Background: an optimization exercise with open tools, aiming at small area, a short achievable clock period and few clock cycles per item. Do not read the settings as production practice. Function was checked by simulation only, so behaviour that the tests miss may differ from the original.

==> flow/design.v (excerpt) <==
module seal_sha256 (
    input  wire         clk,
    input  wire         rst,
    input  wire         in_valid,
    output wire         in_ready,
    input  wire [31:0]  in_data,
    input  wire         in_new,
    output wire         out_valid,
    output wire [255:0] digest
);
==> flow/config.mk <==
export PLATFORM = sky130hd
export DESIGN_NAME = seal_sha256
export DESIGN_NICKNAME = seal_sha256
export VERILOG_FILES = /design/flow/design.v
export SDC_FILE = /design/flow/constraint.sdc
export NUM_CORES = 4
export LEC_CHECK = 0
export CAP_MARGIN = 20
export CORE_MARGIN = 2
export CORE_UTILIZATION = 60
export CTS_BUF_LIST = sky130_fd_sc_hd__clkbuf_8
export CTS_CLUSTER_DIAMETER = 50
export CTS_CLUSTER_SIZE = 20
export PLACE_DENSITY = 0.75
export SLEW_MARGIN = 20
==> flow/constraint.sdc <==
create_clock -name core_clock -period 10.0 [get_ports {clk}]
set_input_delay 2.0000 -clock core_clock [delete_from_list [all_inputs] [get_ports {clk}]]
set_output_delay 2.0000 -clock core_clock [all_outputs]
set_load 0.01 [all_outputs]
standard.sh (not shown) runs the stock make flow with config.mk's settings and CLKGATE_MAP_FILE= SYNTH_SCRIPT=/design/flow/synth_recipe.tcl, a recipe that flattens the netlist after the stock synthesis.
==> flow/flow/run.sh <==
#!/bin/bash
# The standard layout, with two changes to how it is made:
#  - each port is buffered by the smallest buffer (sky130_fd_sc_hd__buf_1)
#    instead of the one buffer_ports picks by default;
#  - timing repair aims for a setup slack of 5.5 ns at the 10 ns clock.
set -euo pipefail
export BUFFER_PORTS_ARGS="-buffer_cell sky130_fd_sc_hd__buf_1"
export SETUP_SLACK_MARGIN=5.5
bash standard.sh > standard_flow.log 2>&1
Testbench counts at the start, summed over its fixed seeds: cycles 33,312, blocks 512.
Rerun with:
==> flow/flow/run.sh (replaced) <==
#!/bin/bash
# The standard layout, with two changes to how it is made:
#  - each port is buffered by the smallest buffer (sky130_fd_sc_hd__buf_1)
#    instead of the one buffer_ports picks by default;
#  - timing repair aims for a setup slack of 5.25 ns at the 10 ns clock.
set -euo pipefail
export BUFFER_PORTS_ARGS="-buffer_cell sky130_fd_sc_hd__buf_1"
export SETUP_SLACK_MARGIN=5.25
bash standard.sh > standard_flow.log 2>&1
- CTS_CLUSTER_DIAMETER: 50 -> 40
- CTS_CLUSTER_SIZE: 20 -> 16
Result: The changed run passed the timing, DRC and antenna checks. Cell area stays flat. Global-route usage hardly moves. Die area does not change. Cell count grows by 0.69%. Maximum frequency shrinks by 0.36%.
Rerun with:
- CTS_CLUSTER_DIAMETER: 40 -> 50
- CTS_CLUSTER_SIZE: 16 -> 20
Outcome: Routed wire length is lower slightly; worst setup slack improves by 0.029 ns; non-clock buffer count is lower by 11; register-to-register slack improves by 0.03 ns; die area does not change.

---

## run 1
Another version of the RTL of seal_sha256 (not shown whole).
For scale: ~4700 cells after synthesis, roughly 1100 flip-flops, about 290 I/O pins.
==> flow/config.mk <==
export PLATFORM = sky130hd
export DESIGN_NAME = seal_sha256
export DESIGN_NICKNAME = seal_sha256
export VERILOG_FILES = /design/flow/design.v
export SDC_FILE = /design/flow/constraint.sdc
export NUM_CORES = 4
export LEC_CHECK = 0
export CAP_MARGIN = 20
export CORE_MARGIN = 2
export CORE_UTILIZATION = 60
export PLACE_DENSITY = 0.75
export SETUP_SLACK_MARGIN = 5
export SLEW_MARGIN = 20
==> flow/constraint.sdc <==
create_clock -name core_clock -period 10.0 [get_ports {clk}]
set_input_delay 2.0000 -clock core_clock [delete_from_list [all_inputs] [get_ports {clk}]]
set_output_delay 2.0000 -clock core_clock [all_outputs]
set_load 0.01 [all_outputs]
==> flow/flow/run.sh <==
#!/bin/bash
# The standard layout, with each port buffered by the smallest buffer
# (sky130_fd_sc_hd__buf_1) instead of the one buffer_ports picks by default.
set -euo pipefail
export BUFFER_PORTS_ARGS="-buffer_cell sky130_fd_sc_hd__buf_1"
bash standard.sh > standard_flow.log 2>&1
Run 1 completed every stage of the flow, and the final layout passed the timing, DRC and antenna checks.
Testbench counts of run 1, summed over its fixed seeds: cycles 33,312, blocks 512.
## Diff of input files: run 2 against run 1
- CTS_CLUSTER_DIAMETER: unset -> 40
- CTS_CLUSTER_SIZE: unset -> 16
- CTS_BUF_LIST: unset -> sky130_fd_sc_hd__clkbuf_8
## What came out
Global routing met1 resource utilization, run 1 and run 2: larger value in run 1
Measured against each other, run 1 and run 2 differ in hold slack, the higher figure coming from run 1.
For run 2, the cell with the biggest individual delay on the critical path was sky130_fd_sc_hd__fa_1, unlike run 1, where it was sky130_fd_sc_hd__nand2b_1.
Run 2: full flow OK, the timing, DRC and antenna checks passed
The relative area change from synthesis to final layout in run 2 sits 1.3 points below the value recorded for run 1.
For the routed wire length on met2, run 2 came in 620 um lower than run 1 did.
As of run 2, clock tree buffer count of the final layout had risen by a little under 10% compared to run 1.
Sort run 1 and run 2 by final cell count, descending, and run 2 comes first.
Diff run 1 -> run 2: share of layout cells above drive strength 1 increased by 1.1 points relative to the old numbers; area taken by flip-flops and latches closely matched the old numbers.
Run 2 vs. run 1: sequential share of layout area went up by 0.53 points.
The following lists how run 3 was set up differently from run 2:
- a deleted SETUP_SLACK_MARGIN that had been 5
==> flow/flow/run.sh <==
#!/bin/bash
# The standard layout, with two changes to how it is made:
#  - each port is buffered by the smallest buffer (sky130_fd_sc_hd__buf_1)
#    instead of the one buffer_ports picks by default;
#  - timing repair aims for a setup slack of 5.5 ns at the 10 ns clock.
set -euo pipefail
export BUFFER_PORTS_ARGS="-buffer_cell sky130_fd_sc_hd__buf_1"
export SETUP_SLACK_MARGIN=5.5
bash standard.sh > standard_flow.log 2>&1
==> notes.md <==
Highest attainable clock frequency in run 3 vs run 2: up 1.9%. Re layout buffer count excluding clock buffers: run 3 is 88 up on run 2.
Changes in run 4 relative to run 3:
==> flow/flow/run.sh <==
#!/bin/bash
# The standard layout, with two changes to how it is made:
#  - each port is buffered by the smallest buffer (sky130_fd_sc_hd__buf_1)
#    instead of the one buffer_ports picks by default;
#  - timing repair aims for a setup slack of 5.25 ns at the 10 ns clock.
set -euo pipefail
export BUFFER_PORTS_ARGS="-buffer_cell sky130_fd_sc_hd__buf_1"
export SETUP_SLACK_MARGIN=5.25
bash standard.sh > standard_flow.log 2>&1
## What came out
Run 4: non-clock buffering overhead in the final layout lower than run 3. Final critical-path required period, run 3 and run 4: larger value in run 3. Run 3 reports its timing startpoint of the critical path as e[6] while run 4 reports e[1]. Run 4 has number of clock buffers in the layout above what run 3 had. | depth of the worst register-to-register path | run 4 vs run 3 | 3 higher |. Higher final core utilization goes to run 3 over run 4. Re number of storage elements in the synthesis netlist: no difference whatsoever between run 3 and run 4. Run 4 vs run 3, highest metal layer used by the detailed router: met4 vs met5.

static timing again, ports no longer ideal:
Ports are ideal in the flow. The routed layouts listed here were re-timed in OpenROAD.
Step 1 sets driving cells, clkbuf_16 on the clock port and buf_2 on the other inputs (assumed; they add their load-dependent delay and slew).
Step 2 moves the port delays by t, midway between the first and last clock arrival at a register: inputs arrive t later, outputs are due t later. That takes back most of the time a late clock gives input paths.
Slacks: no drivers / after step 1 / after step 2; pairs: no drivers / after step 1.
run | shift t [ns] | setup WS [ns] | worst setup path after step 2 | latest minus earliest clock arrival (ns) | pins driven straight from the clock port
the first run of note 1 | 0.873 | 5.220 / 5.220 / 5.220 | register to register | 0.069 / 0.069 | 1
the second run of note 1 | 0.906 | 5.203 / 5.203 / 5.203 | register to register | 0.052 / 0.052 | 1
the third run of note 1 | 0.863 | 5.232 / 5.232 / 5.232 | register to register | 0.063 / 0.063 | 1
run 1 | 0.780 | 5.059 / 5.059 / 5.059 | register to register | 0.050 / 0.049 | 1
run 2 | 0.917 | 5.039 / 5.039 / 5.039 | register to register | 0.072 / 0.072 | 1
run 3 | 0.943 | 5.131 / 5.131 / 5.131 | register to register | 0.061 / 0.062 | 1
run 4 | 0.927 | 5.170 / 5.170 / 5.170 | register to register | 0.077 / 0.078 | 1
After both steps every run listed still meets setup and hold.
